This design comes from an exercise in tuning for small area on the open sky130 flow, not from production work. Function was checked by simulation only, so behaviour that the tests miss may differ from the original. Power and IR drop assume default switching activity.

==> flow/design.v <==
`timescale 1ns/1ps
module acq_rca #(parameter W = 8) (
    input  wire [W-1:0] a,
    input  wire [W-1:0] b,
    input  wire         ci,
    output wire [W-1:0] s,
    output wire         co
);
    wire [W:0] c;
    assign c[0] = ci;
    genvar i;
    generate
        for (i = 0; i < W; i = i + 1) begin : g
            assign s[i]   = a[i] ^ b[i] ^ c[i];
            assign c[i+1] = (a[i] & b[i]) | (c[i] & (a[i] ^ b[i]));
        end
    endgenerate
    assign co = c[W];
endmodule
module acq_csel #(parameter W = 16, parameter WL = 8) (
    input  wire [W-1:0] a,
    input  wire [W-1:0] b,
    input  wire         ci,
    output wire [W-1:0] s,
    output wire         co
);
    wire [WL-1:0]   sl;
    wire            cl;
    wire [W-WL-1:0] s0, s1;
    wire            c0, c1;
    acq_rca #(WL)   u_l  (.a(a[WL-1:0]), .b(b[WL-1:0]), .ci(ci),   .s(sl), .co(cl));
    acq_rca #(W-WL) u_h0 (.a(a[W-1:WL]), .b(b[W-1:WL]), .ci(1'b0), .s(s0), .co(c0));
    acq_rca #(W-WL) u_h1 (.a(a[W-1:WL]), .b(b[W-1:WL]), .ci(1'b1), .s(s1), .co(c1));
    assign s  = {(cl ? s1 : s0), sl};
    assign co = cl ? c1 : c0;
endmodule
module acq_csel3 #(parameter W = 41, parameter W0 = 14, parameter W1 = 14) (
    input  wire [W-1:0] a,
    input  wire [W-1:0] b,
    input  wire         ci,
    output wire [W-1:0] s,
    output wire         co
);
    localparam W2 = W - W0 - W1;
    wire [W0-1:0] sl;
    wire          cl;
    wire [W1-1:0] sm0, sm1;
    wire          cm0, cm1;
    wire [W2-1:0] sh0, sh1;
    wire          ch0, ch1;
    acq_rca #(W0) u_l  (.a(a[W0-1:0]),       .b(b[W0-1:0]),       .ci(ci),   .s(sl),  .co(cl));
    acq_rca #(W1) u_m0 (.a(a[W0+W1-1:W0]),   .b(b[W0+W1-1:W0]),   .ci(1'b0), .s(sm0), .co(cm0));
    acq_rca #(W1) u_m1 (.a(a[W0+W1-1:W0]),   .b(b[W0+W1-1:W0]),   .ci(1'b1), .s(sm1), .co(cm1));
    acq_rca #(W2) u_h0 (.a(a[W-1:W0+W1]),    .b(b[W-1:W0+W1]),    .ci(1'b0), .s(sh0), .co(ch0));
    acq_rca #(W2) u_h1 (.a(a[W-1:W0+W1]),    .b(b[W-1:W0+W1]),    .ci(1'b1), .s(sh1), .co(ch1));
    wire cmid = cl ? cm1 : cm0;
    assign s  = {(cmid ? sh1 : sh0), (cl ? sm1 : sm0), sl};
    assign co = cmid ? ch1 : ch0;
endmodule
module acq_inc #(parameter W = 8) (
    input  wire [W-1:0] a,
    input  wire         ci,
    output wire [W-1:0] s,
    output wire         co
);
    wire [W:0] c;
    assign c[0] = ci;
    genvar i;
    generate
        for (i = 0; i < W; i = i + 1) begin : g
            assign s[i]   = a[i] ^ c[i];
            assign c[i+1] = a[i] & c[i];
        end
    endgenerate
    assign co = c[W];
endmodule
module acq_decim (
    input  wire        clk,
    input  wire        rst,
    input  wire        start,
    input  wire [2:0]  order,
    input  wire [10:0] ratio,
    input  wire [31:0] cal_ofs,
    input  wire [31:0] cal_gain,
    input  wire        x_valid,
    input  wire [13:0] x,
    output reg         res_valid,
    output wire [29:0] res_f,
    output wire [31:0] res_v,
    output wire        res_clip,
    output wire        res_sat
);
    localparam [2:0] ST_IDLE = 3'd0,
                     ST_ACC  = 3'd1,
                     ST_MUL  = 3'd2,
                     ST_DIV  = 3'd3,
                     ST_CAL  = 3'd4;
    reg [2:0]  st;
    reg [4:0]  cnt;
    reg        busy;       
    reg [10:0] pd;         
    reg [2:0]  blk;        
    reg        tflag;      
    reg        clip;
    reg [2:0]  a1;
    reg [11:0] a2;
    reg [20:0] a3;
    reg [30:0] a4;
    reg [53:0] S;
    reg [31:0] phi;
    reg [13:0] xr;
    reg        cy;
    reg        eh, el, ep;
    reg        rx;         
    reg  [1:0] ordm;
    wire k1 = (ordm == 2'd0);
    wire k2 = (ordm == 2'd1);
    wire k3 = (ordm == 2'd2);
    wire k4 = (ordm == 2'd3);
    wire [2:0] ordr = {1'b0, ordm} + 3'd1;
    reg [2:0] tap;
    always @(*) begin
        tap = 3'd0;
        if (tflag) begin
            case ({ordr, blk})
                {3'd1, 3'd1}: tap = 3'b111;    
                {3'd2, 3'd1}: tap = 3'b110;    
                {3'd3, 3'd1}: tap = 3'b101;    
                {3'd3, 3'd2}: tap = 3'b011;    
                default:      tap = 3'd0;
            endcase
        end
    end
    wire [2:0] tap4 = (tflag && k4) ?
                      ((blk == 3'd2) ? 3'b110 : (blk == 3'd1 || blk == 3'd3) ? 3'b100 : 3'd0) : 3'd0;
    wire [2:0]  a1_n;
    wire [11:0] a2_n;
    wire [20:0] a3_n;
    wire [11:0] a2_b = k3 ? {{9{tap[2]}}, tap} : {{9{a1[2]}}, a1};
    wire [20:0] a3_b = (k1 | k2) ? {{18{tap[2]}}, tap} : {{9{a2[11]}}, a2};
    wire [30:0] a4_b = {{10{a3[20]}}, a3};
    acq_rca  #(3)      u_a1 (.a(a1), .b(tap4), .ci(1'b0), .s(a1_n), .co());
    acq_rca  #(12)     u_a2 (.a(a2), .b(a2_b), .ci(1'b0), .s(a2_n), .co());
    acq_rca  #(21)     u_a3 (.a(a3), .b(a3_b), .ci(1'b0), .s(a3_n), .co());
    wire cal   = (st == ST_CAL);
    wire div   = (st == ST_DIV);
    wire aup   = (st == ST_ACC) && (cnt == 5'd7);
    wire step0 = cal ? (cnt == 5'd1) : (cnt == 5'd0);
    wire rneg  = (cnt == 5'd0) ? S[53] : rx;
    wire bb2 = cal ? eh : xr[1];
    wire bb1 = cal ? el : xr[0];
    wire bb0 = step0 ? 1'b0 : ep;
    wire fix   = div | aup;                      
    wire d_neg = fix ? (div & ~rneg) : (bb2 & ~(bb1 & bb0));
    wire d_one = fix | (bb1 ^ bb0);
    wire d_two = ~fix & ((bb2 & ~bb1 & ~bb0) | (~bb2 & bb1 & bb0));
    wire [40:0] mcand  = cal ? {{9{cal_gain[31]}}, cal_gain} : {(div ? a2[9:0] : 10'd0), a4};
    wire [40:0] mag    = d_two ? {mcand[39:0], 1'b0} : (d_one ? mcand : 41'd0);
    wire [40:0] addend = d_neg ? ~mag : mag;
    wire [40:0] opa    = div   ? S[53:13] :
                         aup   ? {{10{a4_b[30]}}, a4_b} :
                         step0 ? (cal ? 41'd524288 : (st == ST_ACC) ? {9'd0, S[31:0]} : 41'd0) :
                                 {{9{phi[31]}}, phi};
    wire [40:0] bsum;
    acq_csel3 #(41, 14, 14) u_alu (.a(opa), .b(addend), .ci(d_neg), .s(bsum), .co());
    wire [21:0] s1_s;
    acq_rca #(22) u_s1 (.a(S[53:32]), .b({{8{phi[31]}}, phi[31:18]}), .ci(1'b0), .s(s1_s), .co());
    wire [40:0] dsub = bsum;
    wire        dge  = ~bsum[40];
    wire [30:0] q31 = {S[13:0], a3[16:0]};
    wire [29:0] fs;                                            
    acq_inc #(30) u_fp (.a(q31[30:1]), .ci(q31[0]), .s(fs), .co());
    wire [33:0] fse = {{4{fs[29]}}, fs};
    wire [33:0] ose = ~{{2{cal_ofs[31]}}, cal_ofs};
    wire [1:0]  fdig = fse[{cnt, 1'b0} +: 2];
    wire [1:0]  odig = ose[{cnt, 1'b0} +: 2];
    wire [1:0]  esum;
    wire        ecy;
    acq_rca #(2) u_e (.a(fdig), .b(odig), .ci((cnt == 5'd0) ? 1'b1 : cy), .s(esum), .co(ecy));
    wire sat = ~((&phi[31:17]) | ~(|phi[31:17]));
    assign res_f    = fs;
    assign res_v    = sat ? {phi[31], {31{~phi[31]}}} : {phi[17:0], xr};
    assign res_sat  = sat;
    assign res_clip = clip;
    always @(posedge clk) begin
        xr  <= {bsum[1:0], xr[13:2]};
        phi <= bsum[33:2];
        ep  <= xr[1];
        if (rst) begin
            st        <= ST_IDLE;
            res_valid <= 1'b0;
            busy      <= 1'b0;
        end else begin
            res_valid <= 1'b0;
            case (st)
                ST_IDLE: begin
                    if (start) begin
                        st    <= ST_ACC;
                        busy  <= 1'b0;
                        pd    <= ratio;
                        blk   <= 3'd0;
                        clip  <= 1'b0;
                        ordm  <= order[1:0] - 2'd1;
                        a1    <= (order == 3'd4) ? 3'd1 : 3'd0;
                        a2    <= (order == 3'd4 || order == 3'd3) ? 12'd1 : 12'd0;
                        a3    <= (order == 3'd1) ? 21'd0 : 21'd1;
                        a4    <= 31'd1;
                        S     <= 54'd0;
                    end
                end
                ST_ACC: begin
                    if (busy) begin
                        cnt <= cnt + 5'd1;
                        if (cnt == 5'd0) a1 <= a1_n;
                        if (cnt == 5'd1) a2 <= a2_n;
                        if (cnt == 5'd2) a3 <= a3_n;
                        if (cnt == 5'd7) begin
                            busy     <= 1'b0;
                            S        <= {s1_s, phi[17:0], xr};
                            a4       <= bsum[30:0];
                        end
                    end
                    if (!busy && a4 == 31'd0) begin
                        a4  <= {20'd0, ratio};
                        xr  <= {3'd0, ratio};
                        a3  <= 21'd0;
                        blk <= {1'b0, ordm};
                        cnt <= 5'd0;
                        st  <= k1 ? ST_DIV : ST_MUL;
                    end
                    if (x_valid) begin
                        busy <= 1'b1;
                        cnt  <= 5'd0;
                        xr   <= x;
                        if (x == 14'h2000 || x == 14'h1fff)
                            clip <= 1'b1;
                        if (pd == 11'd1) begin
                            pd    <= ratio;
                            blk   <= blk + 3'd1;
                            tflag <= 1'b1;
                        end else begin
                            pd    <= pd - 11'd1;
                            tflag <= 1'b0;
                        end
                    end
                end
                ST_MUL: begin
                    cnt <= cnt + 5'd1;
                    if (cnt == 5'd7) begin
                        cnt <= 5'd0;
                        blk <= blk - 3'd1;
                        a4  <= {phi[16:0], xr};
                        a2  <= phi[28:17];
                        xr  <= {3'd0, ratio};
                        if (blk == 3'd1)
                            st <= ST_DIV;
                    end
                end
                ST_DIV: begin
                    cnt <= cnt + 5'd1;
                    S   <= {dsub[39:0], S[12:0], a3[16]};
                    rx  <= dsub[40];
                    a3  <= {a3[20:17], a3[15:0], dge};
                    if (cnt == 5'd30) begin
                        st  <= ST_CAL;
                        cnt <= 5'd0;
                    end
                end
                ST_CAL: begin
                    cnt <= cnt + 5'd1;
                    eh  <= esum[1];
                    el  <= esum[0];
                    cy  <= ecy;
                    ep  <= (cnt == 5'd0) ? 1'b0 : eh;
                    if (cnt == 5'd17) begin
                        st        <= ST_IDLE;
                        res_valid <= 1'b1;
                    end
                end
                default: st <= ST_IDLE;
            endcase
        end
    end
endmodule
clock: 12.0 ns
lec_check: 0
cap_margin: 20
core_margin: 2
core_utilization: 65
slew_margin: 20
synth_hierarchical: 1
synth_minimum_keep_size: 0
standard.sh (not shown) runs the stock make flow with config.mk's settings and CLKGATE_MAP_FILE= SYNTH_SCRIPT=/design/flow/synth_recipe.tcl, a recipe that flattens the netlist after the stock synthesis.
==> flow/flow/run.sh <==
#!/bin/bash
set -uo pipefail
bash standard.sh \
  "BUFFER_PORTS_ARGS=-buffer_cell sky130_fd_sc_hd__buf_1" \
  "CTS_ARGS=-sink_clustering_enable -repair_clock_nets -dont_use_dummy_load" \
  finish > flow_make.log 2>&1
rc=$?
tail -40 flow_make.log
exit $rc
Change:
--- a/flow/design.v
+++ b/flow/design.v
@@ -99,4 +99,6 @@
     reg [4:0]  cnt;
     reg        busy;       
+    reg        sp1;        
+    reg        sc;         
     reg [10:0] pd;         
     reg [2:0]  blk;        
@@ -155,15 +157,19 @@
     wire d_one = fix | (bb1 ^ bb0);
     wire d_two = ~fix & ((bb2 & ~bb1 & ~bb0) | (~bb2 & bb1 & bb0));
-    wire [40:0] mcand  = cal ? {{9{cal_gain[31]}}, cal_gain} : {(div ? a2[9:0] : 10'd0), a4};
+    wire [40:0] mcand  = cal ? {{9{cal_gain[31]}}, cal_gain} :
+                         div ? {phi[26:0], xr} : {10'd0, a4};
     wire [40:0] mag    = d_two ? {mcand[39:0], 1'b0} : (d_one ? mcand : 41'd0);
     wire [40:0] addend = d_neg ? ~mag : mag;
     wire [40:0] opa    = div   ? S[53:13] :
                          aup   ? {{10{a4_b[30]}}, a4_b} :
-                         step0 ? (cal ? 41'd524288 : (st == ST_ACC) ? {9'd0, S[31:0]} : 41'd0) :
+                         step0 ? (cal ? 41'd524288 : (st == ST_ACC) ? {27'd0, S[13:0]} : 41'd0) :
                                  {{9{phi[31]}}, phi};
     wire [40:0] bsum;
     acq_csel3 #(41, 14, 14) u_alu (.a(opa), .b(addend), .ci(d_neg), .s(bsum), .co());
     wire [21:0] s1_s;
-    acq_rca #(22) u_s1 (.a(S[53:32]), .b({{8{phi[31]}}, phi[31:18]}), .ci(1'b0), .s(s1_s), .co());
+    wire        s1_c;
+    wire [17:0] s2_s;
+    acq_rca #(22) u_s1 (.a(S[35:14]), .b(phi[21:0]), .ci(1'b0), .s(s1_s), .co(s1_c));
+    acq_rca #(18) u_s2 (.a(S[53:36]), .b({{8{phi[31]}}, phi[31:22]}), .ci(sc), .s(s2_s), .co());
     wire [40:0] dsub = bsum;
     wire        dge  = ~bsum[40];
@@ -184,13 +190,14 @@
     assign res_clip = clip;
     always @(posedge clk) begin
-        xr  <= {bsum[1:0], xr[13:2]};
-        phi <= bsum[33:2];
-        ep  <= xr[1];
         if (rst) begin
             st        <= ST_IDLE;
             res_valid <= 1'b0;
             busy      <= 1'b0;
+            sp1       <= 1'b0;
         end else begin
             res_valid <= 1'b0;
+            sp1 <= 1'b0;
+            if (sp1)
+                S[53:36] <= s2_s;
             case (st)
                 ST_IDLE: begin
@@ -212,4 +219,9 @@
                     if (busy) begin
                         cnt <= cnt + 5'd1;
+                        if (cnt != 5'd7) begin
+                            phi <= bsum[33:2];
+                            xr  <= {bsum[1:0], xr[13:2]};
+                            ep  <= xr[1];
+                        end
                         if (cnt == 5'd0) a1 <= a1_n;
                         if (cnt == 5'd1) a2 <= a2_n;
@@ -217,5 +229,8 @@
                         if (cnt == 5'd7) begin
                             busy     <= 1'b0;
-                            S        <= {s1_s, phi[17:0], xr};
+                            S[13:0]  <= xr;
+                            S[35:14] <= s1_s;
+                            sc       <= s1_c;
+                            sp1      <= 1'b1;
                             a4       <= bsum[30:0];
                         end
@@ -227,5 +242,5 @@
                         blk <= {1'b0, ordm};
                         cnt <= 5'd0;
-                        st  <= k1 ? ST_DIV : ST_MUL;
+                        st  <= ST_MUL;
                     end
                     if (x_valid) begin
@@ -247,12 +262,23 @@
                 ST_MUL: begin
                     cnt <= cnt + 5'd1;
-                    if (cnt == 5'd7) begin
+                    if (blk == 3'd0) begin
+                        if (cnt == 5'd0) begin
+                            phi <= 32'd0;
+                            cnt <= 5'd0;
+                            st  <= ST_DIV;
+                        end
+                    end else if (cnt != 5'd7) begin
+                        phi <= bsum[33:2];
+                        xr  <= {bsum[1:0], xr[13:2]};
+                        ep  <= xr[1];
+                    end else begin
                         cnt <= 5'd0;
-                        blk <= blk - 3'd1;
-                        a4  <= {phi[16:0], xr};
-                        a2  <= phi[28:17];
-                        xr  <= {3'd0, ratio};
-                        if (blk == 3'd1)
+                        if (blk == 3'd1) begin
                             st <= ST_DIV;
+                        end else begin
+                            blk <= blk - 3'd1;
+                            a4  <= {phi[16:0], xr};
+                            xr  <= {3'd0, ratio};
+                        end
                     end
                 end
@@ -273,4 +299,8 @@
                     cy  <= ecy;
                     ep  <= (cnt == 5'd0) ? 1'b0 : eh;
+                    if (cnt != 5'd0) begin
+                        phi <= bsum[33:2];
+                        xr  <= {bsum[1:0], xr[13:2]};
+                    end
                     if (cnt == 5'd17) begin
                         st        <= ST_IDLE;
Outcome: Cell area increases by 12%; combinational power fell by 79%; power came out lower by 53%; worst setup slack gains 0.15 ns; wire length rises by 18%.

==> static timing again, ports no longer ideal <==
How much do the figures lean on ideal ports? The routed layouts below were timed once more, with nothing changed but the port constraints. Step 1: set_driving_cell puts a clkbuf_16 on clk and a buf_2 on each other input, an assumption about the parent block. Step 2 moves the port delays by t, midway between the first and last clock arrival at a register: inputs arrive t later, outputs are due t later. That takes back most of the time a late clock gives input paths. a / b / c = ideal / step 1 / step 2; a / b = the first two.
run	shift t [ns]	setup slack, ns	worst register clock-pin slew, ns
the first run	0.492	1.076 / 1.076 / 1.076	0.09 / 0.09
the second run	0.576	1.230 / 1.230 / 1.230	0.06 / 0.06
After both steps every run listed still meets setup and hold.
